What follows belongs to an exercise in optimizing a design on an open flow for small area, a short achievable clock period and few clock cycles per item; a production flow would make more cautious choices.
Where RTL was checked, it was by simulation tests only, not by an equivalence proof against the original.
The RTL of runs 1 and 2 was laid out without a check of its function.
Power figures rest on the tool's default switching activity, not on a simulated workload.

--- config.mk ---
export PLATFORM = sky130hd
export DESIGN_NAME = lns8_mac8
export DESIGN_NICKNAME = lns8_mac8
export VERILOG_FILES = /design/flow/design.v
export SDC_FILE = /design/flow/constraint.sdc
export NUM_CORES = 4
export LEC_CHECK = 0
export CAP_MARGIN = 20
export CELL_PAD_IN_SITES_DETAIL_PLACEMENT = 1
export CELL_PAD_IN_SITES_GLOBAL_PLACEMENT = 1
export CORE_MARGIN = 2
export CORE_UTILIZATION = 55
export GPL_ROUTABILITY_DRIVEN = 1
export PLACE_DENSITY = 0.65
export SLEW_MARGIN = 20
export SYNTH_MEMORY_MAX_BITS = 65536
--- constraint.sdc ---
create_clock -name core_clock -period 28.0 [get_ports {clk}]
set_input_delay 5.6000 -clock core_clock [delete_from_list [all_inputs] [get_ports {clk}]]
set_output_delay 5.6000 -clock core_clock [all_outputs]
set_load 0.01 [all_outputs]
--- design.v ---
module lns8_prod (
    input  wire [3:0]  klo,
    input  wire [3:0]  khi,
    output reg  [22:1] p,
    output reg         c
);
    always @(*) begin
        case ({klo, khi})
            8'd0: begin p = 22'd0; c = 1'b0; end
            8'd1: begin p = 22'd1116; c = 1'b0; end
            8'd2: begin p = 22'd1217; c = 1'b0; end
            8'd3: begin p = 22'd41; c = 1'b0; end
            8'd4: begin p = 22'd90; c = 1'b0; end
            8'd5: begin p = 22'd789; c = 1'b0; end
            8'd6: begin p = 22'd430; c = 1'b0; end
            8'd7: begin p = 22'd469; c = 1'b0; end
            8'd11: begin p = 22'd1; c = 1'b0; end
            8'd13: begin p = 22'd2; c = 1'b0; end
            8'd15: begin p = 22'd3; c = 1'b0; end
            8'd17: begin p = 22'd2493144; c = 1'b0; end
            8'd18: begin p = 22'd2718677; c = 1'b0; end
            8'd19: begin p = 22'd92669; c = 1'b0; end
            8'd20: begin p = 22'd202086; c = 1'b0; end
            8'd21: begin p = 22'd1762953; c = 1'b0; end
            8'd22: begin p = 22'd961306; c = 1'b0; end
            8'd23: begin p = 22'd1048393; c = 1'b0; end
            8'd27: begin p = 22'd3349; c = 1'b0; end
            8'd29: begin p = 22'd5582; c = 1'b0; end
            8'd31: begin p = 22'd7815; c = 1'b0; end
            8'd34: begin p = 22'd2964612; c = 1'b0; end
            8'd35: begin p = 22'd101052; c = 1'b0; end
            8'd36: begin p = 22'd220367; c = 1'b0; end
            8'd37: begin p = 22'd1922432; c = 1'b0; end
            8'd38: begin p = 22'd1048267; c = 1'b0; end
            8'd39: begin p = 22'd1143232; c = 1'b1; end
            8'd43: begin p = 22'd3652; c = 1'b0; end
            8'd45: begin p = 22'd6087; c = 1'b0; end
            8'd47: begin p = 22'd8522; c = 1'b1; end
            8'd51: begin p = 22'd3444; c = 1'b0; end
            8'd52: begin p = 22'd7511; c = 1'b0; end
            8'd53: begin p = 22'd65528; c = 1'b0; end
            8'd54: begin p = 22'd35731; c = 1'b1; end
            8'd55: begin p = 22'd38968; c = 1'b1; end
            8'd59: begin p = 22'd124; c = 1'b0; end
            8'd61: begin p = 22'd207; c = 1'b0; end
            8'd63: begin p = 22'd290; c = 1'b1; end
            8'd68: begin p = 22'd16380; c = 1'b0; end
            8'd69: begin p = 22'd142899; c = 1'b1; end
            8'd70: begin p = 22'd77920; c = 1'b1; end
            8'd71: begin p = 22'd84979; c = 1'b1; end
            8'd75: begin p = 22'd271; c = 1'b1; end
            8'd77: begin p = 22'd452; c = 1'b0; end
            8'd79: begin p = 22'd633; c = 1'b1; end
            8'd85: begin p = 22'd1246620; c = 1'b1; end
            8'd86: begin p = 22'd679759; c = 1'b1; end
            8'd87: begin p = 22'd741340; c = 1'b1; end
            8'd91: begin p = 22'd2368; c = 1'b1; end
            8'd93: begin p = 22'd3947; c = 1'b0; end
            8'd95: begin p = 22'd5526; c = 1'b1; end
            8'd102: begin p = 22'd370660; c = 1'b1; end
            8'd103: begin p = 22'd404239; c = 1'b1; end
            8'd107: begin p = 22'd1291; c = 1'b1; end
            8'd109: begin p = 22'd2152; c = 1'b1; end
            8'd111: begin p = 22'd3013; c = 1'b1; end
            8'd119: begin p = 22'd440860; c = 1'b1; end
            8'd123: begin p = 22'd1408; c = 1'b1; end
            8'd125: begin p = 22'd2347; c = 1'b1; end
            8'd127: begin p = 22'd3286; c = 1'b1; end
            8'd187: begin p = 22'd4; c = 1'b1; end
            8'd189: begin p = 22'd7; c = 1'b0; end
            8'd191: begin p = 22'd10; c = 1'b1; end
            8'd221: begin p = 22'd12; c = 1'b0; end
            8'd223: begin p = 22'd17; c = 1'b1; end
            8'd255: begin p = 22'd24; c = 1'b1; end
            default: begin p = 22'bx; c = 1'bx; end
        endcase
    end
endmodule
module lns8_add91 (
    input  wire [90:0] a,
    input  wire [90:0] b,
    input  wire        ci,
    output wire [90:0] s
);
    wire [90:0] p = a ^ b;
    wire [90:0] g = a & b;
    wire g0c = g[0] | (p[0] & ci);
    wire G0 = g[1] | (p[1] & g0c);
    wire P0 = p[1] & p[0];
    wire G1 = g[3] | (p[3] & g[2]);
    wire P1 = p[3] & p[2];
    wire G2 = g[5] | (p[5] & g[4]);
    wire P2 = p[5] & p[4];
    wire G3 = g[7] | (p[7] & g[6]);
    wire P3 = p[7] & p[6];
    wire G4 = g[9] | (p[9] & g[8]);
    wire P4 = p[9] & p[8];
    wire G5 = g[11] | (p[11] & g[10]);
    wire P5 = p[11] & p[10];
    wire G6 = g[13] | (p[13] & g[12]);
    wire P6 = p[13] & p[12];
    wire G7 = g[15] | (p[15] & g[14]);
    wire P7 = p[15] & p[14];
    wire G8 = g[17] | (p[17] & g[16]);
    wire P8 = p[17] & p[16];
    wire G9 = g[19] | (p[19] & g[18]);
    wire P9 = p[19] & p[18];
    wire G10 = g[21] | (p[21] & g[20]);
    wire P10 = p[21] & p[20];
    wire G11 = g[23] | (p[23] & g[22]);
    wire P11 = p[23] & p[22];
    wire G12 = g[25] | (p[25] & g[24]);
    wire P12 = p[25] & p[24];
    wire G13 = g[27] | (p[27] & g[26]);
    wire P13 = p[27] & p[26];
    wire G14 = g[29] | (p[29] & g[28]);
    wire P14 = p[29] & p[28];
    wire G15 = g[31] | (p[31] & g[30]);
    wire P15 = p[31] & p[30];
    wire G16 = g[33] | (p[33] & g[32]);
    wire P16 = p[33] & p[32];
    wire G17 = g[35] | (p[35] & g[34]);
    wire P17 = p[35] & p[34];
    wire G18 = g[37] | (p[37] & g[36]);
    wire P18 = p[37] & p[36];
    wire G19 = g[39] | (p[39] & g[38]);
    wire P19 = p[39] & p[38];
    wire G20 = g[41] | (p[41] & g[40]);
    wire P20 = p[41] & p[40];
    wire G21 = g[43] | (p[43] & g[42]);
    wire P21 = p[43] & p[42];
    wire G22 = g[45] | (p[45] & g[44]);
    wire P22 = p[45] & p[44];
    wire G23 = g[47] | (p[47] & g[46]);
    wire P23 = p[47] & p[46];
    wire G24 = g[49] | (p[49] & g[48]);
    wire P24 = p[49] & p[48];
    wire G25 = g[51] | (p[51] & g[50]);
    wire P25 = p[51] & p[50];
    wire G26 = g[53] | (p[53] & g[52]);
    wire P26 = p[53] & p[52];
    wire G27 = g[55] | (p[55] & g[54]);
    wire P27 = p[55] & p[54];
    wire G28 = g[57] | (p[57] & g[56]);
    wire P28 = p[57] & p[56];
    wire G29 = g[59] | (p[59] & g[58]);
    wire P29 = p[59] & p[58];
    wire G30 = g[61] | (p[61] & g[60]);
    wire P30 = p[61] & p[60];
    wire G31 = g[63] | (p[63] & g[62]);
    wire P31 = p[63] & p[62];
    wire G32 = g[65] | (p[65] & g[64]);
    wire P32 = p[65] & p[64];
    wire G33 = g[67] | (p[67] & g[66]);
    wire P33 = p[67] & p[66];
    wire G34 = g[69] | (p[69] & g[68]);
    wire P34 = p[69] & p[68];
    wire G35 = g[71] | (p[71] & g[70]);
    wire P35 = p[71] & p[70];
    wire G36 = g[73] | (p[73] & g[72]);
    wire P36 = p[73] & p[72];
    wire G37 = g[75] | (p[75] & g[74]);
    wire P37 = p[75] & p[74];
    wire G38 = g[77] | (p[77] & g[76]);
    wire P38 = p[77] & p[76];
    wire G39 = g[79] | (p[79] & g[78]);
    wire P39 = p[79] & p[78];
    wire G40 = g[81] | (p[81] & g[80]);
    wire P40 = p[81] & p[80];
    wire G41 = g[83] | (p[83] & g[82]);
    wire P41 = p[83] & p[82];
    wire G42 = g[85] | (p[85] & g[84]);
    wire P42 = p[85] & p[84];
    wire G43 = g[87] | (p[87] & g[86]);
    wire P43 = p[87] & p[86];
    wire G44 = g[89] | (p[89] & g[88]);
    wire P44 = p[89] & p[88];
    wire G45 = G1 | (P1 & G0);
    wire P45 = P1 & P0;
    wire G46 = G3 | (P3 & G2);
    wire P46 = P3 & P2;
    wire G47 = G5 | (P5 & G4);
    wire P47 = P5 & P4;
    wire G48 = G7 | (P7 & G6);
    wire P48 = P7 & P6;
    wire G49 = G9 | (P9 & G8);
    wire P49 = P9 & P8;
    wire G50 = G11 | (P11 & G10);
    wire P50 = P11 & P10;
    wire G51 = G13 | (P13 & G12);
    wire P51 = P13 & P12;
    wire G52 = G15 | (P15 & G14);
    wire P52 = P15 & P14;
    wire G53 = G17 | (P17 & G16);
    wire P53 = P17 & P16;
    wire G54 = G19 | (P19 & G18);
    wire P54 = P19 & P18;
    wire G55 = G21 | (P21 & G20);
    wire P55 = P21 & P20;
    wire G56 = G23 | (P23 & G22);
    wire P56 = P23 & P22;
    wire G57 = G25 | (P25 & G24);
    wire P57 = P25 & P24;
    wire G58 = G27 | (P27 & G26);
    wire P58 = P27 & P26;
    wire G59 = G29 | (P29 & G28);
    wire P59 = P29 & P28;
    wire G60 = G31 | (P31 & G30);
    wire P60 = P31 & P30;
    wire G61 = G33 | (P33 & G32);
    wire P61 = P33 & P32;
    wire G62 = G35 | (P35 & G34);
    wire P62 = P35 & P34;
    wire G63 = G37 | (P37 & G36);
    wire P63 = P37 & P36;
    wire G64 = G39 | (P39 & G38);
    wire P64 = P39 & P38;
    wire G65 = G41 | (P41 & G40);
    wire P65 = P41 & P40;
    wire G66 = G43 | (P43 & G42);
    wire P66 = P43 & P42;
    wire G67 = G46 | (P46 & G45);
    wire P67 = P46 & P45;
    wire G68 = G48 | (P48 & G47);
    wire P68 = P48 & P47;
    wire G69 = G50 | (P50 & G49);
    wire P69 = P50 & P49;
    wire G70 = G52 | (P52 & G51);
    wire P70 = P52 & P51;
    wire G71 = G54 | (P54 & G53);
    wire P71 = P54 & P53;
    wire G72 = G56 | (P56 & G55);
    wire P72 = P56 & P55;
    wire G73 = G58 | (P58 & G57);
    wire P73 = P58 & P57;
    wire G74 = G60 | (P60 & G59);
    wire P74 = P60 & P59;
    wire G75 = G62 | (P62 & G61);
    wire P75 = P62 & P61;
    wire G76 = G64 | (P64 & G63);
    wire P76 = P64 & P63;
    wire G77 = G66 | (P66 & G65);
    wire P77 = P66 & P65;
    wire G78 = G68 | (P68 & G67);
    wire P78 = P68 & P67;
    wire G79 = G70 | (P70 & G69);
    wire P79 = P70 & P69;
    wire G80 = G72 | (P72 & G71);
    wire P80 = P72 & P71;
    wire G81 = G74 | (P74 & G73);
    wire P81 = P74 & P73;
    wire G82 = G76 | (P76 & G75);
    wire P82 = P76 & P75;
    wire G83 = G79 | (P79 & G78);
    wire P83 = P79 & P78;
    wire G84 = G81 | (P81 & G80);
    wire P84 = P81 & P80;
    wire G85 = G84 | (P84 & G83);
    wire P85 = P84 & P83;
    wire G86 = G80 | (P80 & G83);
    wire P86 = P80 & P83;
    wire G87 = G82 | (P82 & G85);
    wire P87 = P82 & P85;
    wire G88 = G69 | (P69 & G78);
    wire P88 = P69 & P78;
    wire G89 = G71 | (P71 & G83);
    wire P89 = P71 & P83;
    wire G90 = G73 | (P73 & G86);
    wire P90 = P73 & P86;
    wire G91 = G75 | (P75 & G85);
    wire P91 = P75 & P85;
    wire G92 = G77 | (P77 & G87);
    wire P92 = P77 & P87;
    wire G93 = G47 | (P47 & G67);
    wire P93 = P47 & P67;
    wire G94 = G49 | (P49 & G78);
    wire P94 = P49 & P78;
    wire G95 = G51 | (P51 & G88);
    wire P95 = P51 & P88;
    wire G96 = G53 | (P53 & G83);
    wire P96 = P53 & P83;
    wire G97 = G55 | (P55 & G89);
    wire P97 = P55 & P89;
    wire G98 = G57 | (P57 & G86);
    wire P98 = P57 & P86;
    wire G99 = G59 | (P59 & G90);
    wire P99 = P59 & P90;
    wire G100 = G61 | (P61 & G85);
    wire P100 = P61 & P85;
    wire G101 = G63 | (P63 & G91);
    wire P101 = P63 & P91;
    wire G102 = G65 | (P65 & G87);
    wire P102 = P65 & P87;
    wire G103 = G2 | (P2 & G45);
    wire P103 = P2 & P45;
    wire G104 = G4 | (P4 & G67);
    wire P104 = P4 & P67;
    wire G105 = G6 | (P6 & G93);
    wire P105 = P6 & P93;
    wire G106 = G8 | (P8 & G78);
    wire P106 = P8 & P78;
    wire G107 = G10 | (P10 & G94);
    wire P107 = P10 & P94;
    wire G108 = G12 | (P12 & G88);
    wire P108 = P12 & P88;
    wire G109 = G14 | (P14 & G95);
    wire P109 = P14 & P95;
    wire G110 = G16 | (P16 & G83);
    wire P110 = P16 & P83;
    wire G111 = G18 | (P18 & G96);
    wire P111 = P18 & P96;
    wire G112 = G20 | (P20 & G89);
    wire P112 = P20 & P89;
    wire G113 = G22 | (P22 & G97);
    wire P113 = P22 & P97;
    wire G114 = G24 | (P24 & G86);
    wire P114 = P24 & P86;
    wire G115 = G26 | (P26 & G98);
    wire P115 = P26 & P98;
    wire G116 = G28 | (P28 & G90);
    wire P116 = P28 & P90;
    wire G117 = G30 | (P30 & G99);
    wire P117 = P30 & P99;
    wire G118 = G32 | (P32 & G85);
    wire P118 = P32 & P85;
    wire G119 = G34 | (P34 & G100);
    wire P119 = P34 & P100;
    wire G120 = G36 | (P36 & G91);
    wire P120 = P36 & P91;
    wire G121 = G38 | (P38 & G101);
    wire P121 = P38 & P101;
    wire G122 = G40 | (P40 & G87);
    wire P122 = P40 & P87;
    wire G123 = G42 | (P42 & G102);
    wire P123 = P42 & P102;
    wire G124 = G44 | (P44 & G92);
    wire P124 = P44 & P92;
    wire G125 = g[2] | (p[2] & G0);
    wire P125 = p[2] & P0;
    wire G126 = g[4] | (p[4] & G45);
    wire P126 = p[4] & P45;
    wire G127 = g[6] | (p[6] & G103);
    wire P127 = p[6] & P103;
    wire G128 = g[8] | (p[8] & G67);
    wire P128 = p[8] & P67;
    wire G129 = g[10] | (p[10] & G104);
    wire P129 = p[10] & P104;
    wire G130 = g[12] | (p[12] & G93);
    wire P130 = p[12] & P93;
    wire G131 = g[14] | (p[14] & G105);
    wire P131 = p[14] & P105;
    wire G132 = g[16] | (p[16] & G78);
    wire P132 = p[16] & P78;
    wire G133 = g[18] | (p[18] & G106);
    wire P133 = p[18] & P106;
    wire G134 = g[20] | (p[20] & G94);
    wire P134 = p[20] & P94;
    wire G135 = g[22] | (p[22] & G107);
    wire P135 = p[22] & P107;
    wire G136 = g[24] | (p[24] & G88);
    wire P136 = p[24] & P88;
    wire G137 = g[26] | (p[26] & G108);
    wire P137 = p[26] & P108;
    wire G138 = g[28] | (p[28] & G95);
    wire P138 = p[28] & P95;
    wire G139 = g[30] | (p[30] & G109);
    wire P139 = p[30] & P109;
    wire G140 = g[32] | (p[32] & G83);
    wire P140 = p[32] & P83;
    wire G141 = g[34] | (p[34] & G110);
    wire P141 = p[34] & P110;
    wire G142 = g[36] | (p[36] & G96);
    wire P142 = p[36] & P96;
    wire G143 = g[38] | (p[38] & G111);
    wire P143 = p[38] & P111;
    wire G144 = g[40] | (p[40] & G89);
    wire P144 = p[40] & P89;
    wire G145 = g[42] | (p[42] & G112);
    wire P145 = p[42] & P112;
    wire G146 = g[44] | (p[44] & G97);
    wire P146 = p[44] & P97;
    wire G147 = g[46] | (p[46] & G113);
    wire P147 = p[46] & P113;
    wire G148 = g[48] | (p[48] & G86);
    wire P148 = p[48] & P86;
    wire G149 = g[50] | (p[50] & G114);
    wire P149 = p[50] & P114;
    wire G150 = g[52] | (p[52] & G98);
    wire P150 = p[52] & P98;
    wire G151 = g[54] | (p[54] & G115);
    wire P151 = p[54] & P115;
    wire G152 = g[56] | (p[56] & G90);
    wire P152 = p[56] & P90;
    wire G153 = g[58] | (p[58] & G116);
    wire P153 = p[58] & P116;
    wire G154 = g[60] | (p[60] & G99);
    wire P154 = p[60] & P99;
    wire G155 = g[62] | (p[62] & G117);
    wire P155 = p[62] & P117;
    wire G156 = g[64] | (p[64] & G85);
    wire P156 = p[64] & P85;
    wire G157 = g[66] | (p[66] & G118);
    wire P157 = p[66] & P118;
    wire G158 = g[68] | (p[68] & G100);
    wire P158 = p[68] & P100;
    wire G159 = g[70] | (p[70] & G119);
    wire P159 = p[70] & P119;
    wire G160 = g[72] | (p[72] & G91);
    wire P160 = p[72] & P91;
    wire G161 = g[74] | (p[74] & G120);
    wire P161 = p[74] & P120;
    wire G162 = g[76] | (p[76] & G101);
    wire P162 = p[76] & P101;
    wire G163 = g[78] | (p[78] & G121);
    wire P163 = p[78] & P121;
    wire G164 = g[80] | (p[80] & G87);
    wire P164 = p[80] & P87;
    wire G165 = g[82] | (p[82] & G122);
    wire P165 = p[82] & P122;
    wire G166 = g[84] | (p[84] & G102);
    wire P166 = p[84] & P102;
    wire G167 = g[86] | (p[86] & G123);
    wire P167 = p[86] & P123;
    wire G168 = g[88] | (p[88] & G92);
    wire P168 = p[88] & P92;
    wire G169 = g[90] | (p[90] & G124);
    wire P169 = p[90] & P124;
    assign s[0] = p[0] ^ ci;
    assign s[1] = p[1] ^ g0c;
    assign s[2] = p[2] ^ G0;
    assign s[3] = p[3] ^ G125;
    assign s[4] = p[4] ^ G45;
    assign s[5] = p[5] ^ G126;
    assign s[6] = p[6] ^ G103;
    assign s[7] = p[7] ^ G127;
    assign s[8] = p[8] ^ G67;
    assign s[9] = p[9] ^ G128;
    assign s[10] = p[10] ^ G104;
    assign s[11] = p[11] ^ G129;
    assign s[12] = p[12] ^ G93;
    assign s[13] = p[13] ^ G130;
    assign s[14] = p[14] ^ G105;
    assign s[15] = p[15] ^ G131;
    assign s[16] = p[16] ^ G78;
    assign s[17] = p[17] ^ G132;
    assign s[18] = p[18] ^ G106;
    assign s[19] = p[19] ^ G133;
    assign s[20] = p[20] ^ G94;
    assign s[21] = p[21] ^ G134;
    assign s[22] = p[22] ^ G107;
    assign s[23] = p[23] ^ G135;
    assign s[24] = p[24] ^ G88;
    assign s[25] = p[25] ^ G136;
    assign s[26] = p[26] ^ G108;
    assign s[27] = p[27] ^ G137;
    assign s[28] = p[28] ^ G95;
    assign s[29] = p[29] ^ G138;
    assign s[30] = p[30] ^ G109;
    assign s[31] = p[31] ^ G139;
    assign s[32] = p[32] ^ G83;
    assign s[33] = p[33] ^ G140;
    assign s[34] = p[34] ^ G110;
    assign s[35] = p[35] ^ G141;
    assign s[36] = p[36] ^ G96;
    assign s[37] = p[37] ^ G142;
    assign s[38] = p[38] ^ G111;
    assign s[39] = p[39] ^ G143;
    assign s[40] = p[40] ^ G89;
    assign s[41] = p[41] ^ G144;
    assign s[42] = p[42] ^ G112;
    assign s[43] = p[43] ^ G145;
    assign s[44] = p[44] ^ G97;
    assign s[45] = p[45] ^ G146;
    assign s[46] = p[46] ^ G113;
    assign s[47] = p[47] ^ G147;
    assign s[48] = p[48] ^ G86;
    assign s[49] = p[49] ^ G148;
    assign s[50] = p[50] ^ G114;
    assign s[51] = p[51] ^ G149;
    assign s[52] = p[52] ^ G98;
    assign s[53] = p[53] ^ G150;
    assign s[54] = p[54] ^ G115;
    assign s[55] = p[55] ^ G151;
    assign s[56] = p[56] ^ G90;
    assign s[57] = p[57] ^ G152;
    assign s[58] = p[58] ^ G116;
    assign s[59] = p[59] ^ G153;
    assign s[60] = p[60] ^ G99;
    assign s[61] = p[61] ^ G154;
    assign s[62] = p[62] ^ G117;
    assign s[63] = p[63] ^ G155;
    assign s[64] = p[64] ^ G85;
    assign s[65] = p[65] ^ G156;
    assign s[66] = p[66] ^ G118;
    assign s[67] = p[67] ^ G157;
    assign s[68] = p[68] ^ G100;
    assign s[69] = p[69] ^ G158;
    assign s[70] = p[70] ^ G119;
    assign s[71] = p[71] ^ G159;
    assign s[72] = p[72] ^ G91;
    assign s[73] = p[73] ^ G160;
    assign s[74] = p[74] ^ G120;
    assign s[75] = p[75] ^ G161;
    assign s[76] = p[76] ^ G101;
    assign s[77] = p[77] ^ G162;
    assign s[78] = p[78] ^ G121;
    assign s[79] = p[79] ^ G163;
    assign s[80] = p[80] ^ G87;
    assign s[81] = p[81] ^ G164;
    assign s[82] = p[82] ^ G122;
    assign s[83] = p[83] ^ G165;
    assign s[84] = p[84] ^ G102;
    assign s[85] = p[85] ^ G166;
    assign s[86] = p[86] ^ G123;
    assign s[87] = p[87] ^ G167;
    assign s[88] = p[88] ^ G92;
    assign s[89] = p[89] ^ G168;
    assign s[90] = p[90] ^ G124;
endmodule
module lns8_mac8 (
    input  wire         clk,
    input  wire         rst,         
    input  wire         in_valid,
    output wire         in_ready,
    input  wire         in_clear,    
    input  wire         in_last,     
    input  wire [15:0]  in_wb,       
    input  wire [7:0]   in_xs,       
    input  wire [63:0]  in_xr,       
    input  wire [63:0]  in_a,        
    input  wire [63:0]  in_w,        
    output reg          out_valid,
    output reg  [63:0]  out_v,
    output reg  [15:0]  out_w,
    output reg  [1:0]   out_tag,     
    output reg          out_sat
);
    localparam N  = 8;
    localparam AW = 91;    
    localparam CW = 67;    
    assign in_ready = 1'b1;
    reg         v0, clr0, last0;
    reg         fresh;               
    reg  [63:0] a0, w0, xr0;
    reg  [7:0]  xs0;
    reg  [15:0] w_front;             
    always @(posedge clk) begin
        a0    <= in_a;
        w0    <= in_w;
        xr0   <= in_xr;
        xs0   <= in_xs;
        clr0  <= in_clear | fresh;
        last0 <= in_last;
        if (rst) begin
            v0      <= 1'b0;
            fresh   <= 1'b1;
            w_front <= 16'd0;
        end else begin
            v0 <= in_valid;
            if (in_valid) begin
                fresh <= 1'b0;
                if (in_clear)
                    w_front <= in_wb;
            end
        end
    end
    wire [16:0] d_full = {{9{xs0[7]}}, xs0} - {w_front[15], w_front};
    wire        d_in   = (d_full[16:8] == 9'h000) || (d_full[16:8] == 9'h1FF);
    wire        d_pos  = ~d_full[16];
    function [11:0] opdec;
        input [6:0] m;
        if (m[6:3] == 4'd0) begin
            case (m[2:0])
                3'd3:    opdec = {4'd11, 4'd0,  4'd2};
                3'd5:    opdec = {4'd13, 4'd0,  4'd3};
                3'd6:    opdec = {4'd11, 4'd1,  4'd2};
                3'd7:    opdec = {4'd15, 4'd0,  4'd3};
                3'd2:    opdec = {4'd0,  4'd1,  4'd1};
                3'd4:    opdec = {4'd0,  4'd2,  4'd1};
                default: opdec = {4'd0,  4'd0,  4'd1};
            endcase
        end else begin
            case (m[2:0])
                3'd0:    opdec = {4'd0, 4'd11, 4'd1};
                3'd1:    opdec = {4'd1, 4'd0,  4'd12};
                3'd2:    opdec = {4'd2, 4'd0,  4'd12};
                3'd3:    opdec = {4'd3, 4'd5,  4'd7};
                3'd4:    opdec = {4'd4, 4'd4,  4'd8};
                3'd5:    opdec = {4'd5, 4'd1,  4'd11};
                3'd6:    opdec = {4'd6, 4'd2,  4'd10};
                default: opdec = {4'd7, 4'd2,  4'd10};
            endcase
        end
    endfunction
    wire [3:0]   s1_klo [0:N-1];
    wire [3:0]   s1_khi [0:N-1];
    wire [6:0]   s1_t   [0:N-1];
    wire [N-1:0] s1_fu, s1_neg, s1_ca, s1_cb, s1_stk;
    wire [N-1:0] l_nan, l_pinf, l_ninf;
    genvar k;
    generate
        for (k = 0; k < N; k = k + 1) begin : dec
            wire [7:0] ca = a0[8*k +: 8];
            wire [7:0] cw = w0[8*k +: 8];
            wire [6:0] ma = ca[6:0];
            wire [6:0] mw = cw[6:0];
            wire a_zero  = (ma == 7'd0);
            wire w_zero  = (mw == 7'd0);
            wire a_inf   = (ma == 7'd127);
            wire w_inf   = (mw == 7'd127);
            wire neg_s   = ca[7] ^ cw[7];
            wire fin     = v0 & ~(a_zero | w_zero | a_inf | w_inf);
            wire any_inf = a_inf | w_inf;
            assign l_nan[k]  = v0 & ((a_zero & ca[7]) | (w_zero & cw[7]) |
                                     (any_inf & (a_zero | w_zero)));
            assign l_pinf[k] = v0 & any_inf & ~a_zero & ~w_zero & ~neg_s;
            assign l_ninf[k] = v0 & any_inf & ~a_zero & ~w_zero &  neg_s;
            wire [3:0] ka, kw, za, zw, la, lw;
            assign {ka, za, la} = opdec(ma);
            assign {kw, zw, lw} = opdec(mw);
            wire [3:0] ba = (ma[6:3] == 4'd0) ? 4'd9 : ma[6:3];
            wire [3:0] bw = (mw[6:3] == 4'd0) ? 4'd9 : mw[6:3];
            wire swap = (ka > kw);
            assign s1_klo[k] = swap ? kw : ka;
            assign s1_khi[k] = swap ? ka : kw;
            wire [9:0] xr_s = {{2{xr0[8*k+7]}}, xr0[8*k +: 8]};
            wire [9:0] t    = xr_s + d_full[9:0] + {6'd0, ba} + {6'd0, bw} +
                              {6'd0, za} + {6'd0, zw} - 10'd17;
            wire [3:0] ya = (ma[6:3] == 4'd0) ? za + la : 4'd12;
            wire [3:0] yw = (mw[6:3] == 4'd0) ? zw + lw : 4'd12;
            wire [9:0] tl   = xr_s + d_full[9:0] + {6'd0, ba} + {6'd0, bw} +
                              {6'd0, ya} + {6'd0, yw} - 10'd105;
            wire under = d_in ? t[9] : ~d_pos;
            assign s1_t[k]   = t[6:0];
            assign s1_fu[k]  = fin & ~under;
            assign s1_neg[k] = fin & neg_s;
            assign s1_ca[k]  = fin & (d_in ? ~tl[9] : d_pos);
            assign s1_cb[k]  = fin & d_in & (tl == 10'h3FF);
            assign s1_stk[k] = (t[6:0] < 7'd22);
        end
    endgenerate
    reg  [3:0]   r1_klo [0:N-1];
    reg  [3:0]   r1_khi [0:N-1];
    reg  [6:0]   r1_t   [0:N-1];
    reg  [N-1:0] r1_fu, r1_neg, r1_ca, r1_cb, r1_stk;
    reg          v1, clr1, last1;
    reg  [15:0]  w1;
    reg          nan1, pinf1, ninf1;
    integer i;
    always @(posedge clk) begin
        for (i = 0; i < N; i = i + 1) begin
            r1_klo[i] <= s1_klo[i];
            r1_khi[i] <= s1_khi[i];
            r1_t[i]   <= s1_t[i];
        end
        r1_fu  <= s1_fu;
        r1_neg <= s1_neg;
        r1_ca  <= s1_ca;
        r1_cb  <= s1_cb;
        r1_stk <= s1_stk;
        v1     <= v0 & ~rst;
        clr1   <= v0 & clr0;
        last1  <= last0;
        w1     <= w_front;
        nan1   <= |l_nan;
        pinf1  <= |l_pinf;
        ninf1  <= |l_ninf;
    end
    wire [63:0]  u [0:N-1];
    wire [N-1:0] cbit;
    wire [N-1:0] l_clamp;
    generate
        for (k = 0; k < N; k = k + 1) begin : lane
            wire [22:1] p_hi;
            wire        pc;
            lns8_prod u_prod (
                .klo(r1_klo[k]),
                .khi(r1_khi[k]),
                .p  (p_hi),
                .c  (pc)
            );
            wire [22:0] p = {p_hi, 1'b1};
            wire [6:0]  t = r1_t[k];
            wire clamp = r1_ca[k] | (r1_cb[k] & pc);
            wire en    = r1_fu[k] & ~clamp;
            wire neg   = r1_neg[k];
            wire [29:0] y = {7'd0, p} << t[2:0];
            reg  [85:0] x;
            always @(*) begin
                case (t[6:3])
                    4'd0:    x = {56'd0, y};
                    4'd1:    x = {48'd0, y, 8'd0};
                    4'd2:    x = {40'd0, y, 16'd0};
                    4'd3:    x = {32'd0, y, 24'd0};
                    4'd4:    x = {24'd0, y, 32'd0};
                    4'd5:    x = {16'd0, y, 40'd0};
                    4'd6:    x = {8'd0, y, 48'd0};
                    4'd7:    x = {y, 56'd0};
                    4'd8:    x = {y[21:0], 64'd0};
                    4'd9:    x = {y[13:0], 72'd0};
                    4'd10:   x = {y[5:0], 80'd0};
                    default: x = 86'd0;
                endcase
            end
            wire [62:0] mag = ({63{en}} & x[85:23]) | {63{clamp}};
            wire        rb  = en & x[22] & (r1_stk[k] | x[23]);
            assign l_clamp[k] = clamp;
            assign u[k]    = {~neg, mag ^ {63{neg}}};
            assign cbit[k] = neg ^ rb;
        end
    endgenerate
    function [CW-1:0] fa_s;
        input [CW-1:0] x, y, z;
        fa_s = x ^ y ^ z;
    endfunction
    function [CW-1:0] fa_c;
        input [CW-1:0] x, y, z;
        input          cin;
        fa_c = {((x & y) | (x & z) | (y & z)), cin};
    endfunction
    wire [CW-1:0] e0 = u[0], e1 = u[1], e2 = u[2], e3 = u[3];
    wire [CW-1:0] e4 = u[4], e5 = u[5], e6 = u[6], e7 = u[7];
    wire [CW-1:0] sa_ = fa_s(e0, e1, e2),    ca_ = fa_c(e0, e1, e2, cbit[0]);
    wire [CW-1:0] sb_ = fa_s(e3, e4, e5),    cb_ = fa_c(e3, e4, e5, cbit[1]);
    wire [CW-1:0] sc_ = fa_s(sa_, ca_, sb_), cc_ = fa_c(sa_, ca_, sb_, cbit[2]);
    wire [CW-1:0] sd_ = fa_s(cb_, e6, e7),   cd_ = fa_c(cb_, e6, e7, cbit[3]);
    wire [CW-1:0] se_ = fa_s(sc_, cc_, sd_), ce_ = fa_c(sc_, cc_, sd_, cbit[4]);
    wire [CW-1:0] sf_ = fa_s(se_, ce_, cd_), cf_ = fa_c(se_, ce_, cd_, cbit[5]);
    reg          v2, clr2, last2;
    reg [CW-1:0] s2, c2;
    reg [1:0]    cb2;
    reg [15:0]   w2;
    reg          nan2, pinf2, ninf2, clamp2;
    always @(posedge clk) begin
        s2     <= sf_;
        c2     <= cf_;
        cb2    <= cbit[7:6];
        w2     <= w1;
        clr2   <= clr1;
        last2  <= last1;
        nan2   <= nan1;
        pinf2  <= pinf1;
        ninf2  <= ninf1;
        clamp2 <= |l_clamp;
        v2     <= v1 & ~rst;
    end
    reg signed [AW-1:0] acc;
    reg                 sat3, nan3, pinf3, ninf3;
    wire [AW-1:0] acc_in = clr2 ? {AW{1'b0}} : acc;
    wire [AW-1:0] bs = {{(AW-CW){1'b0}}, s2};
    wire [AW-1:0] bc = {{(AW-CW){1'b0}}, c2};
    wire [AW-1:0] ex = acc_in ^ bs ^ bc;
    wire [AW-1:0] ey = {(acc_in[AW-2:0] & bs[AW-2:0]) | (acc_in[AW-2:0] & bc[AW-2:0]) |
                        (bs[AW-2:0] & bc[AW-2:0]), cb2[0]};
    wire [AW-1:0] fx = {~(ex[AW-1:66] ^ ey[AW-1:66]), ex[65:0]};
    wire [AW-1:0] fy = {ex[AW-2:66] | ey[AW-2:66], 1'b0, ey[65:0]};
    wire [AW-1:0] acc_next;
    lns8_add91 u_add (.a(fx), .b(fy), .ci(cb2[1]), .s(acc_next));
    wire sat_next  = (clr2 ? 1'b0 : sat3)  | clamp2;
    wire nan_next  = (clr2 ? 1'b0 : nan3)  | nan2;
    wire pinf_next = (clr2 ? 1'b0 : pinf3) | pinf2;
    wire ninf_next = (clr2 ? 1'b0 : ninf3) | ninf2;
    reg          v3, last3;
    reg [15:0]   w3;
    always @(posedge clk) begin
        acc   <= acc_next;
        sat3  <= sat_next;
        nan3  <= nan_next;
        pinf3 <= pinf_next;
        ninf3 <= ninf_next;
        w3    <= w2;
        last3 <= last2;
        v3    <= v2 & ~rst;
    end
    wire in_range = (acc[AW-1:63] == {(AW-63){1'b0}}) || (acc[AW-1:63] == {(AW-63){1'b1}});
    wire special  = nan3 | pinf3 | ninf3;
    always @(posedge clk) begin
        out_valid <= v3 & last3 & ~rst;
        out_tag   <= (nan3 || (pinf3 && ninf3)) ? 2'b11 :
                     pinf3 ? 2'b01 :
                     ninf3 ? 2'b10 : 2'b00;
        out_v     <= special   ? 64'd0 :
                     in_range  ? acc[63:0] :
                     acc[AW-1] ? 64'h8000_0000_0000_0000 : 64'h7FFF_FFFF_FFFF_FFFF;
        out_w     <= special ? 16'd0 : w3;
        out_sat   <= sat3 | ~in_range;
    end
endmodule
--- flow/run.sh ---
#!/bin/bash
set -euo pipefail
export BUFFER_PORTS_ARGS="-buffer_cell sky130_fd_sc_hd__buf_2"
bash standard.sh > standard.log 2>&1
--- standard.sh ---
#!/bin/bash
# synth_recipe.tcl (not shown) runs the flow's synth.tcl, then flattens the netlist and writes it again
# the make line also repeats each setting of config.mk as NAME=value (left out here)
make -C /OpenROAD-flow-scripts/flow DESIGN_CONFIG=/design/flow/config.mk WORK_HOME=/design/flow/orfs CLKGATE_MAP_FILE= SYNTH_SCRIPT=/design/flow/synth_recipe.tcl "${@:-finish}"
==> flow_summary.yaml, run 1 <==
yosys:
  synth_edf_count: 0
  yosys_warnings: 8
  async_flop_share_pct: 0
  yosysUniqueCellTypes: 98
  synth_cells: 11400
  ys_ff_latch: 876
  ys_seq_area_share_pct: 18.6
  syn-num-nets: 13000
  synth_area_um2: 94200
  postSynthAreaPerCell_um2: 8.29
  ys.flop_type: "dfxtp_1"
global_routing:
  grt_start_max_net_pins: 66
  grt_pass1_wl_mm: 640
  overflow: 0
  grt_usage_pct: 48.3
  grt_pass1_vias: 97300
  antenna_found_initial: 33
floorplan:
  die_area_um2: 175000
  die_y_um: 418
  boundaryPins: 306
  fp-row-count: 151
  fp.dieW_um: 418
  core_um2: 170000
  start_util_pct: 55.5
sta:
  fin_crit_ns: 7.77
  timing.fmax_mhz: 129
  finalSetupTns_ns: 0
  tightestPinTransition_ns: 1.29
  finalSetupViolCount: 0
  post-route-period-util_pct: 27.7
  timing_hold_violations_final: 0
  rsz0062_at_grt: "false"
  final_max_slew_viol_count: 0
  fin_skew_ns: 0.0556
  slew_headroom_pct: 12.8
route:
  routed_via_density: 7.17
  totalWireLength_mm: 444
  drc: 0
  wl_per_cell_um: 33.0
  vias: 96500
  first_pass_iters: 8
  first_iter_violations: 14400
  antenna_left: 0
clocking:
  clock_latency_ns: 0.84
  hold_buffers: 0
  cts_root_buf: "clkbuf_16"
  postCtsSetupRepairBufs: 0
  cts_tree: "yes"
  htree_levels: 3
  clockBufferDepth: 3
  cts_resized: 0
  clk_pin_slew_ns: 0.08
  cts.sinks: 876
  numCtsBuffers: 102
pwr:
  power.density_nw_per_um2: 140
  p_leak_nw: 42.3
  ir_drop_uv: 96.0
placed_design:
  place.gp.congestion: 1.11
  io_buffer_count: 304
  place_area_um2: 96800
  hpwl_mm: 322
min_path:
  min_path_type: "reg -> reg"
  worstHoldStart: "pinf1"
  min_to: "pinf2"
  hold_path_depth: 0
critical_path:
  r2r-end: "r1_cb[6]"
  r2r_slack_ns: 20.23
  end_kind: "flop"
  critical_path_class: "reg -> reg"
  cp_data_arrival_time_ns: 8.52
  r2r_cells: 25
  start_kind: "flop"
  cp.required_ns: 28.75
  critPathMaxFanout: 4
  r2r_start: "w_front[1]"
flow_run:
  maxCapViolCount: 0
finish:
  fillers: 19800
  final_cell_mix: "nor2_1, inv_1, dfxtp_1, o21ai_0, ha_1"
  design_area_um2: 100000
  syn_to_final_growth_pct: 6.70
  drive_gt1_share_pct: 8.98
  layout.nets: 12700
  fin_util_pct: 59.2
  final_common_cell: "nor2_1"
run_status:
  status: "complete, no violations"
state kept, by name (all words and copies together), names as in the netlist, 64 cells and up:
name,cells
c2,66
out_v,64
lane.p,176
a0,64
w0,64
s2,66
xr0,64
acc,91
how the worst max path moves through the flow:
stage                           from     endpoint  slack (ns)  cells past startpoint
final                     w_front[1]     r1_cb[6]       20.23                     25
after global routing      w_front[1]     r1_cb[6]       20.27                     25
after CTS                 w_front[2]     r1_cb[6]       21.03                     25
after detailed placement  w_front[2]     r1_cb[6]       21.29                     25
after global placement      in_clear   w_front[4]       21.52                      4
after floorplan             in_clear  w_front[10]       21.57                      5
Yosys cell counts (300+ instances only):
library cell / number / area share [%]
a21oi_1: 664 / 3.5
clkbuf_1: 589 / 2.3
dfxtp_1: 876 / 19
fa_1: 642 / 14
ha_1: 721 / 9.6
inv_1: 931 / 3.7
mux2i_1: 329 / 3.5
nand2_1: 622 / 2.5
nor2_1: 1003 / 4.0
o21ai_0: 797 / 4.2
o22ai_1: 696 / 4.6
xnor2_1: 469 / 4.4
xor2_1: 300 / 2.8
critical path, stage by stage (launching register included):
cell and delay (ns):
dfxtp_1 0.41, inv_1 0.13, ha_1 0.32, nor2b_1 0.24, o21ai_0 0.20, a21oi_2 0.61, buf_4 0.33, inv_1 0.13
buf_4 0.31, fa_1 0.54, fa_1 0.52, inv_1 0.05, ha_1 0.37, and3_1 0.23, a221o_1 0.36, o41ai_1 0.41
xor2_1 0.52, ha_1 0.27, xnor2_1 0.15, xnor2_1 0.12, xnor2_1 0.25, xnor2_1 0.18, xnor3_1 0.34, xor2_1 0.24
a31oi_1 0.14, nor3b_1 0.28
per-layer routing:
metal	wire length [µm]	up-vias	GRT usage (%)
met5	160	-	0
met4	37800	24	31.2
met3	50200	1990	13.1
met2	196000	6849	76.2
met1	160000	47800	58.0
li1	-	39900	-
report_power, final:
group	total (mW)	switching, mW	leakage, nW	internal, mW
combinational	10.5	6.62	33.3	3.87
sequential	2.14	0.426	7.34	1.71
clock	1.48	0.670	1.72	0.812
cell families (layout without fill, tap and decap cells):
group	after synthesis	in the layout	share of synthesized area, %
DFF	876	876	18.6
muxes	544	544	7.54
adders and majority gates	1370	1370	23.3
xor gates and xnor gates	782	782	7.45
other	1	31	0.00398
and+or+nand+nor	2752	2752	13.7
AOI/OAI and AO/OA	3293	3293	22.2
buffers and inverters	1749	1593	7.20
final cells by class:
class	count	area (µm²)	area share, %
inverter	947	3550	3.54
tap	2218	2780	2.76
clock buffer	129	2800	2.78
multi-input combinational	8742	70300	70.0
antenna	30	75.1	0.0747
sequential	876	17600	17.5
clock inverter	62	758	0.754
timing repair buffer	455	2660	2.64
through the flow:
stage          power [mW]  cells  worst slack, ns  hold slack, ns
2_1_floorplan        8.58  11400            21.57           0.310
3_3_place_gp         11.1  13200            21.52           0.310
3_5_place_dp         11.9  13200            21.29           0.313
4_1_cts              13.6  13400            21.03           0.331
5_1_grt              14.8  13400            20.27           0.332
6_report             14.1  13500            20.23           0.330
==> inputs of run 2 (changes only) <==
==> run.sh (new file) <==
#!/bin/bash
# synth_recipe.tcl (not shown) runs the flow's synth.tcl, then flattens the netlist and writes it again
# the make line also repeats each setting of config.mk as NAME=value (left out here)
make -C /OpenROAD-flow-scripts/flow DESIGN_CONFIG=/design/flow/config.mk WORK_HOME=/design/flow/orfs CLKGATE_MAP_FILE= SYNTH_SCRIPT=/design/flow/synth_recipe.tcl finish
removed: flow/run.sh
removed: standard.sh
==> run 2 against run 1 <==
  * Still clean
  * Clock-buffer cell count is 5 higher
  * Synthesized cell count stayed put
  * Global-route usage fell by 1.2 points
  * Critical path depth fell by 24
  * Sequential power barely moved
  * Power rose by 0.37%
  * Fmax rose by 5.8%
  * Largest cell class unchanged
==> flow_summary.yaml, run 2 <==
sta:
  timing_hold_violations_final: 0
  rsz0062_at_grt: "false"
  post-route-period-util_pct: 26.2
  tightestPinTransition_ns: 1.24
  finalSetupTns_ns: 0
  finalWorstSetupSlack_ns: 20.66
  fin_crit_ns: 7.34
  slew_headroom_pct: 16.9
  final_max_slew_viol_count: 0
  fin_skew_ns: 0.0525
  finalSetupViolCount: 0
  timing.fmax_mhz: 136
global_routing:
  antenna_found_initial: 25
  grt_pass1_vias: 95800
  grt_start_max_net_pins: 66
  grt_pass1_wl_mm: 628
  grt_usage_pct: 47.1
  overflow: 0
min_path:
  min_path_type: "reg -> reg"
  worstHoldStart: "w1[9]"
route:
  antenna_left: 0
  first_iter_violations: 12800
  wl_per_cell_um: 31.4
  drc: 0
  routed_via_density: 7.00
  totalWireLength_mm: 422
  wl_met3_mm: 46.3
  vias: 94100
  met1_length_mm: 156
  first_pass_iters: 9
  wl_met2_mm: 187
  routed.top_layer: "met5"
floorplan:
  core_um2: 170000
  fp.dieW_um: 418
  fp-row-count: 151
  boundaryPins: 306
  die_area_um2: 175000
  die_y_um: 418
  start_util_pct: 55.5
pwr:
  p_comb_share_pct: 74.5
  power.switching_mw: 7.67
  power.density_nw_per_um2: 139
  netSwitchingFraction_pct: 54.1
  pwr-share-clk_pct: 10.5
  seqPwrFrac_pct: 15.0
  p_int_mw: 6.50
  ir_drop_uv: 109
  p_leak_nw: 42.3
yosys:
  async_flop_share_pct: 0
  postSynthAreaPerCell_um2: 8.29
  ys_seq_area_share_pct: 18.6
  synth_area_leaders: "dfxtp_1, fa_1, ha_1"
  synth_cells: 11400
  synth_area_um2: 94200
  yosysTopAreaCellShare_pct: 18.6
  yosys.area.top_type: "dfxtp_1"
  yosys_warnings: 8
  ys_ff_latch: 876
  synth_common_cells: "nor2_1, inv_1, dfxtp_1, o21ai_0, ha_1"
  syn-num-nets: 13000
  yosysMostFrequentCell: "nor2_1"
  ys.flop_type: "dfxtp_1"
  yosysUniqueCellTypes: 98
  synth_edf_count: 0
clocking:
  clk_pin_slew_ns: 0.07
  postCtsSetupRepairBufs: 0
  cts_resized: 0
  hold_buffers: 0
  clock_latency_ns: 0.83
  numCtsBuffers: 102
  cts_tree: "yes"
  cts.sinks: 876
  htree_levels: 3
  clockBufferDepth: 3
  cts_root_buf: "clkbuf_16"
critical_path:
  cp.required_ns: 22.40
  crit_family: "buffers and inverters"
  start_kind: "flop"
  critPathMaxFanout: 1
  critPathLaunch: "out_v[63]"
  r2r_start: "w_front[2]"
  end_kind: "output pin"
  slowest_delay_ns: 0.58
  critical_path_class: "reg -> out"
  cp_slowest_cell: "clkdlybuf4s50_1"
  cp_data_arrival_time_ns: 1.74
  path_buf_inv: 1
  crit_chain: "clkdlybuf4s50_1"
finish:
  syn_to_final_growth_pct: 8.44
  largest_reg_flops: 176
  multiInputGateArea_um2: 70300
  fillers: 19800
  final_cell_mix: "nor2_1, inv_1, dfxtp_1, o21ai_0, ha_1"
  layout.nets: 12700
  fin_util_pct: 60.2
  final_common_cell: "nor2_1"
  instances_no_fill: 13400
  seq_area_um2: 17600
  drive_gt1_share_pct: 6.30
placed_design:
  place.gp.congestion: 1.17
  hpwl_mm: 313
  io_buffer_count: 304
  dp.cells: 13200
  post-place-ws_ns: 20.89
flow_run:
  maxCapViolCount: 0
run_status:
  status: "complete, no violations"
-- run 2: power by group through the flow --
| stage | Clock [mW] | Combinational (mW) | Sequential [mW] |
|---|---|---|---|
| final | 1.49 | 10.6 | 2.13 |
| after global routing | 1.54 | 11.2 | 2.15 |
| after CTS | 1.48 | 10.2 | 2.11 |
| after detailed placement | 0 | 9.91 | 2.12 |
| after global placement | 0 | 9.16 | 2.08 |
| after floorplan | 0 | 6.66 | 1.92 |
-- run 2: cells by family (layout without fill, tap and decap cells) --
family	Yosys count	count (layout)	share of synthesized area, %
compound gates	3293	3293	22.2
simple gates	2752	2752	13.7
buf+inv	1749	1598	7.20
fa+ha+maj	1370	1370	23.3
flops	876	876	18.6
xor+xnor	782	782	7.45
mux	544	544	7.54
other cells	1	11	0.00398
-- run 2: layout make-up --
class,count,share of cell area [%]
antenna,10,0.0245
timing repair buffer,461,4.16
inverter,947,3.48
sequential,876,17.2
clock buffer,134,2.82
tap,2218,2.72
multi-input combinational,8742,68.8
clock inverter,56,0.758
-- run 2: through the flow --
| step | power [mW] | hold slack (ns) | area, µm² |
|---|---|---|---|
| global route | 14.9 | 0.325 | 102000 |
| global placement | 11.2 | 0.310 | 98400 |
| finish | 14.2 | 0.321 | 102000 |
| CTS | 13.8 | 0.319 | 102000 |
| floorplan | 8.58 | 0.310 | 94200 |
| detailed placement | 12.0 | 0.313 | 98400 |
-- run 2: final timing paths --
kind	endpoint	slack, ns	cells past startpoint
hold reg to reg	w2[9]	0.32	0
setup / recovery	out_v[63]	20.66	1
hold / removal	w2[9]	0.32	0
setup reg to reg	r1_cb[6]	20.72	24
-- run 2: metal layers --
metal / up-vias / track usage [%]
met4: 28 / 30.2
met5: - / 0
li1: 39800 / -
met2: 5967 / 73.0
met3: 1481 / 12.7
met1: 46800 / 57.9
==> inputs of run 3 (changes only) <==
--- a/design.v
+++ b/design.v
@@ -574,27 +574,26 @@
                 3'd3:    opdec = {4'd11, 4'd0,  4'd2};
                 3'd5:    opdec = {4'd13, 4'd0,  4'd3};
-                3'd6:    opdec = {4'd11, 4'd1,  4'd2};
+                3'd6:    opdec = {4'd11, 4'd1,  4'd3};
                 3'd7:    opdec = {4'd15, 4'd0,  4'd3};
-                3'd2:    opdec = {4'd0,  4'd1,  4'd1};
-                3'd4:    opdec = {4'd0,  4'd2,  4'd1};
+                3'd2:    opdec = {4'd0,  4'd1,  4'd2};
+                3'd4:    opdec = {4'd0,  4'd2,  4'd3};
                 default: opdec = {4'd0,  4'd0,  4'd1};
             endcase
         end else begin
             case (m[2:0])
-                3'd0:    opdec = {4'd0, 4'd11, 4'd1};
+                3'd0:    opdec = {4'd0, 4'd11, 4'd12};
                 3'd1:    opdec = {4'd1, 4'd0,  4'd12};
                 3'd2:    opdec = {4'd2, 4'd0,  4'd12};
-                3'd3:    opdec = {4'd3, 4'd5,  4'd7};
-                3'd4:    opdec = {4'd4, 4'd4,  4'd8};
-                3'd5:    opdec = {4'd5, 4'd1,  4'd11};
-                3'd6:    opdec = {4'd6, 4'd2,  4'd10};
-                default: opdec = {4'd7, 4'd2,  4'd10};
+                3'd3:    opdec = {4'd3, 4'd5,  4'd12};
+                3'd4:    opdec = {4'd4, 4'd4,  4'd12};
+                3'd5:    opdec = {4'd5, 4'd1,  4'd12};
+                3'd6:    opdec = {4'd6, 4'd2,  4'd12};
+                default: opdec = {4'd7, 4'd2,  4'd12};
             endcase
         end
     endfunction
-    wire [3:0]   s1_klo [0:N-1];
-    wire [3:0]   s1_khi [0:N-1];
+    wire [22:1]  s1_p   [0:N-1];
     wire [6:0]   s1_t   [0:N-1];
-    wire [N-1:0] s1_fu, s1_neg, s1_ca, s1_cb, s1_stk;
+    wire [N-1:0] s1_en, s1_neg, s1_clamp, s1_stk;
     wire [N-1:0] l_nan, l_pinf, l_ninf;
     genvar k;
@@ -616,32 +615,33 @@
             assign l_pinf[k] = v0 & any_inf & ~a_zero & ~w_zero & ~neg_s;
             assign l_ninf[k] = v0 & any_inf & ~a_zero & ~w_zero &  neg_s;
-            wire [3:0] ka, kw, za, zw, la, lw;
-            assign {ka, za, la} = opdec(ma);
-            assign {kw, zw, lw} = opdec(mw);
+            wire [3:0] ka, kw, za, zw, ya, yw;
+            assign {ka, za, ya} = opdec(ma);
+            assign {kw, zw, yw} = opdec(mw);
             wire [3:0] ba = (ma[6:3] == 4'd0) ? 4'd9 : ma[6:3];
             wire [3:0] bw = (mw[6:3] == 4'd0) ? 4'd9 : mw[6:3];
-            wire swap = (ka > kw);
-            assign s1_klo[k] = swap ? kw : ka;
-            assign s1_khi[k] = swap ? ka : kw;
-            wire [9:0] xr_s = {{2{xr0[8*k+7]}}, xr0[8*k +: 8]};
-            wire [9:0] t    = xr_s + d_full[9:0] + {6'd0, ba} + {6'd0, bw} +
-                              {6'd0, za} + {6'd0, zw} - 10'd17;
-            wire [3:0] ya = (ma[6:3] == 4'd0) ? za + la : 4'd12;
-            wire [3:0] yw = (mw[6:3] == 4'd0) ? zw + lw : 4'd12;
-            wire [9:0] tl   = xr_s + d_full[9:0] + {6'd0, ba} + {6'd0, bw} +
-                              {6'd0, ya} + {6'd0, yw} - 10'd105;
+            wire       swap = (ka > kw);
+            wire       pc;
+            lns8_prod u_prod (
+                .klo(swap ? kw : ka),
+                .khi(swap ? ka : kw),
+                .p  (s1_p[k]),
+                .c  (pc)
+            );
+            wire [4:0] bb = {1'b0, ba} + {1'b0, bw};
+            wire [9:0] r  = {{2{xr0[8*k+7]}}, xr0[8*k +: 8]} + d_full[9:0];
+            wire [9:0] t  = r + ({5'd0, bb} + {6'd0, za} + {6'd0, zw} - 10'd17);
+            wire [9:0] tl = r + ({5'd0, bb} + {6'd0, ya} + {6'd0, yw} - 10'd105) + {9'd0, pc};
             wire under = d_in ? t[9] : ~d_pos;
-            assign s1_t[k]   = t[6:0];
-            assign s1_fu[k]  = fin & ~under;
-            assign s1_neg[k] = fin & neg_s;
-            assign s1_ca[k]  = fin & (d_in ? ~tl[9] : d_pos);
-            assign s1_cb[k]  = fin & d_in & (tl == 10'h3FF);
-            assign s1_stk[k] = (t[6:0] < 7'd22);
+            wire clamp = fin & (d_in ? ~tl[9] : d_pos);
+            assign s1_t[k]     = t[6:0];
+            assign s1_en[k]    = fin & ~under & ~clamp;
+            assign s1_clamp[k] = clamp;
+            assign s1_neg[k]   = fin & neg_s;
+            assign s1_stk[k]   = (t[6:0] < 7'd22);
         end
     endgenerate
-    reg  [3:0]   r1_klo [0:N-1];
-    reg  [3:0]   r1_khi [0:N-1];
+    reg  [22:1]  r1_p   [0:N-1];
     reg  [6:0]   r1_t   [0:N-1];
-    reg  [N-1:0] r1_fu, r1_neg, r1_ca, r1_cb, r1_stk;
+    reg  [N-1:0] r1_en, r1_neg, r1_clamp, r1_stk;
     reg          v1, clr1, last1;
     reg  [15:0]  w1;
@@ -650,39 +650,28 @@
     always @(posedge clk) begin
         for (i = 0; i < N; i = i + 1) begin
-            r1_klo[i] <= s1_klo[i];
-            r1_khi[i] <= s1_khi[i];
-            r1_t[i]   <= s1_t[i];
+            r1_p[i] <= s1_p[i];
+            r1_t[i] <= s1_t[i];
         end
-        r1_fu  <= s1_fu;
-        r1_neg <= s1_neg;
-        r1_ca  <= s1_ca;
-        r1_cb  <= s1_cb;
-        r1_stk <= s1_stk;
-        v1     <= v0 & ~rst;
-        clr1   <= v0 & clr0;
-        last1  <= last0;
-        w1     <= w_front;
-        nan1   <= |l_nan;
-        pinf1  <= |l_pinf;
-        ninf1  <= |l_ninf;
+        r1_en    <= s1_en;
+        r1_neg   <= s1_neg;
+        r1_clamp <= s1_clamp;
+        r1_stk   <= s1_stk;
+        v1       <= v0 & ~rst;
+        clr1     <= v0 & clr0;
+        last1    <= last0;
+        w1       <= w_front;
+        nan1     <= |l_nan;
+        pinf1    <= |l_pinf;
+        ninf1    <= |l_ninf;
     end
     wire [63:0]  u [0:N-1];
     wire [N-1:0] cbit;
-    wire [N-1:0] l_clamp;
     generate
         for (k = 0; k < N; k = k + 1) begin : lane
-            wire [22:1] p_hi;
-            wire        pc;
-            lns8_prod u_prod (
-                .klo(r1_klo[k]),
-                .khi(r1_khi[k]),
-                .p  (p_hi),
-                .c  (pc)
-            );
-            wire [22:0] p = {p_hi, 1'b1};
-            wire [6:0]  t = r1_t[k];
-            wire clamp = r1_ca[k] | (r1_cb[k] & pc);
-            wire en    = r1_fu[k] & ~clamp;
-            wire neg   = r1_neg[k];
+            wire [22:0] p     = {r1_p[k], 1'b1};
+            wire [6:0]  t     = r1_t[k];
+            wire        clamp = r1_clamp[k];
+            wire        en    = r1_en[k];
+            wire        neg   = r1_neg[k];
             wire [29:0] y = {7'd0, p} << t[2:0];
             reg  [85:0] x;
@@ -705,5 +694,4 @@
             wire [62:0] mag = ({63{en}} & x[85:23]) | {63{clamp}};
             wire        rb  = en & x[22] & (r1_stk[k] | x[23]);
-            assign l_clamp[k] = clamp;
             assign u[k]    = {~neg, mag ^ {63{neg}}};
             assign cbit[k] = neg ^ rb;
@@ -742,5 +730,5 @@
         pinf2  <= pinf1;
         ninf2  <= ninf1;
-        clamp2 <= |l_clamp;
+        clamp2 <= |r1_clamp;
         v2     <= v1 & ~rst;
     end
==> flow/run.sh (new file) <==
#!/bin/bash
set -euo pipefail
export BUFFER_PORTS_ARGS="-buffer_cell sky130_fd_sc_hd__buf_2"
bash standard.sh > standard.log 2>&1
==> standard.sh (new file) <==
#!/bin/bash
# synth_recipe.tcl (not shown) runs the flow's synth.tcl, then flattens the netlist and writes it again
# the make line also repeats each setting of config.mk as NAME=value (left out here)
make -C /OpenROAD-flow-scripts/flow DESIGN_CONFIG=/design/flow/config.mk WORK_HOME=/design/flow/orfs CLKGATE_MAP_FILE= SYNTH_SCRIPT=/design/flow/synth_recipe.tcl "${@:-finish}"
--- a/config.mk
+++ b/config.mk
@@ -10,7 +10,7 @@
 export CELL_PAD_IN_SITES_GLOBAL_PLACEMENT = 1
 export CORE_MARGIN = 2
-export CORE_UTILIZATION = 55
+export CORE_UTILIZATION = 45
 export GPL_ROUTABILITY_DRIVEN = 1
-export PLACE_DENSITY = 0.65
-export SLEW_MARGIN = 20
+export PLACE_DENSITY = 0.55
+export SLEW_MARGIN = 50
 export SYNTH_MEMORY_MAX_BITS = 65536
removed: run.sh
==> run 3 against run 2 <==
  * Synthesized cell count is 1.6% higher
  * Routed wire length is 8.1% lower
  * Still clean
  * Area after synthesis is 2.3% lower
  * Flip-flop and latch count is 16 lower
  * Sequential share of layout area is 0.093 points higher
  * First-iteration DRC count is 20% lower
  * Largest cell class unchanged
  * Design area is 2.1% lower
  * Final cell count is 4.9% higher
==> flow_summary.yaml, run 3 <==
route:
  routed_via_density: 6.30
  antenna_left: 0
  vias: 88700
  drc: 0
  first_pass_iters: 13
  first_iter_violations: 10300
  wl_per_cell_um: 27.5
  totalWireLength_mm: 388
clocking:
  clockBufferDepth: 3
  clk_pin_slew_ns: 0.07
  cts.sinks: 860
  htree_levels: 3
  numCtsBuffers: 102
  cts_tree: "yes"
  postCtsSetupRepairBufs: 0
  cts_root_buf: "clkbuf_16"
  clock_latency_ns: 0.83
  hold_buffers: 0
  cts_resized: 0
critical_path:
  start_kind: "flop"
  path_buf_inv: 1
  slowest_delay_ns: 0.33
  path_depth: 1
  critPathMaxFanout: 1
  cp_data_arrival_time_ns: 1.29
  crit_chain: "buf_2"
  crit_family: "flip-flops"
  r2r_slack_ns: 21.79
  end_kind: "output pin"
  cp.required_ns: 22.40
  cp_slowest_cell: "dfxtp_1"
  r2r_cells: 16
  critical_path_class: "reg -> out"
floorplan:
  boundaryPins: 306
  core_um2: 203000
  start_util_pct: 45.4
  die_area_um2: 208000
  fp-row-count: 165
  die_y_um: 456
  fp.dieW_um: 456
pwr:
  power_mw: 11.3
  p_leak_nw: 40.3
  p_int_mw: 5.39
  ir_drop_uv: 61.4
  pwr-share-clk_pct: 12.3
  seqPwrFrac_pct: 18.4
  power.switching_mw: 5.96
  p_comb_share_pct: 69.2
  power.density_nw_per_um2: 113
  netSwitchingFraction_pct: 52.5
sta:
  rsz0062_at_grt: "false"
  finalSetupTns_ns: 0
  fin_skew_ns: 0.0569
  whs_ns: 0.306
  tightestPinTransition_ns: 0.815
  fin_crit_ns: 6.89
  post-route-period-util_pct: 24.6
  final_max_slew_viol_count: 0
  timing.fmax_mhz: 145
  finalSetupViolCount: 0
  timing_hold_violations_final: 0
  finalWorstSetupSlack_ns: 21.11
  slew_headroom_pct: 45.3
placed_design:
  place.gp.congestion: 1.05
  dp.cells: 13900
  post-place-ws_ns: 21.45
  io_buffer_count: 304
  place_area_um2: 96200
  hpwl_mm: 304
yosys:
  ys_ff_latch: 860
  synth_compound_area_share_pct: 23.8
  yosysTopAreaCellShare_pct: 18.7
  async_flop_share_pct: 0
  ys.flop_type: "dfxtp_1"
  synth_top_family_by_area: "compound AO/OA/AOI/OAI gates"
  synth_area_leaders: "dfxtp_1, fa_1, ha_1"
  synth-adder-area-share_pct: 22.2
  synth_area_um2: 92000
  synth_common_cells: "a21oi_1, nor2_1, nand2_1, dfxtp_1, inv_1"
  yosys.area.top_type: "dfxtp_1"
  ys_seq_area_share_pct: 18.7
  synth_edf_count: 0
  synthSimpleGateAreaFrac_pct: 15.3
  yosysMostFrequentCell: "a21oi_1"
  yosysUniqueCellTypes: 105
  yosys_warnings: 6
  syn-num-nets: 13000
  synth_cells: 11600
  postSynthAreaPerCell_um2: 7.96
  synth_xor_area_share_pct: 7.58
  synthMuxAreaShare_pct: 5.41
finish:
  final_cell_mix: "a21oi_1, nand2_1, nor2_1, inv_1, dfxtp_1"
  design_area_um2: 100000
  instances_no_fill: 14100
  drive_gt1_share_pct: 10.5
  syn_to_final_growth_pct: 8.71
  final_common_cell: "a21oi_1"
  fin_util_pct: 49.3
  layout.nets: 12800
  largest_reg_flops: 176
global_routing:
  overflow: 0
  grt_pass1_wl_mm: 578
  grt_usage_pct: 36.1
  grt_pass1_vias: 88900
  grt_start_max_net_pins: 66
  antenna_found_initial: 25
min_path:
  min_path_type: "reg -> reg"
  hold_path_depth: 0
flow_run:
  maxCapViolCount: 0
run_status:
  status: "complete, no violations"
-- run 3: cells by family after synthesis --
kind of cell | after synthesis
compound gates | 3406
xor+xnor | 794
fa+ha+maj | 1276
buf+inv | 1699
flops | 860
mux | 358
other cells | 1
simple gates | 3159
-- run 3: final timing paths --
check,start,endpoint
setup / recovery,out_tag[0],out_tag[0]
hold reg to reg,w1[3],w2[3]
hold / removal,w1[3],w2[3]
setup reg to reg,a0[20],r1_en[2]
-- run 3: power by group through the flow --
stage                     registers [mW]  logic (mW)  clock network, mW
after detailed placement            2.11        7.64                  0
after global placement              2.08        7.30                  0
after global routing                2.14        8.57               1.48
after floorplan                     1.85        5.31                  0
after CTS                           2.08        7.70               1.43
final                               2.09        7.86               1.40
-- run 3: routing by layer --
layer	part of all wire [%]	global-route usage (%)	vias to the layer above
met4	5.3	16.3	12
met3	8.3	6.05	669
met5	0.052	0	-
met2	45	56.8	3710
met1	42	48.5	44300
li1	-	-	40000
-- run 3: area by class of cell --
cell class	count	area, µm²
tap	2672	3340
sequential	860	17300
clock buffer	140	2920
multi-input combinational	8994	69500
clock inverter	51	571
fill	24400	103000
timing repair buffer	497	3060
inverter	875	3290
antenna	8	20.0
Testbench counts of run 3, summed over its fixed seeds: cycles 24,040, rows 24,000.

==> port drivers added, routing unchanged <==
Ports are ideal in the flow. The routed layouts listed here were re-timed in OpenROAD. Step 1 (the two cells are an assumption about what drives the block):
set clk [get_ports {clk}]
set_driving_cell -lib_cell sky130_fd_sc_hd__clkbuf_16 $clk
set_driving_cell -lib_cell sky130_fd_sc_hd__buf_2 [delete_from_list [all_inputs] $clk]
Step 2, shift: input delay + t, output delay - t, t = (earliest + latest rising clock arrival at the registers) / 2. This alone moves slack from input paths to output paths. Three values: ideal ports, drivers, drivers and shift; two values: the first two.
run	t (ns)	setup WS [ns]	worst setup path at the end	clock arrival spread, ns
run 1	0.917	20.230 / 20.230 / 20.230	register to register	0.066 / 0.067
run 2	0.912	20.659 / 20.555 / 20.697	input to register	0.053 / 0.053
run 3	0.892	21.107 / 21.013 / 21.367	input to register	0.058 / 0.058
After both steps setup and hold are still met in every run listed.
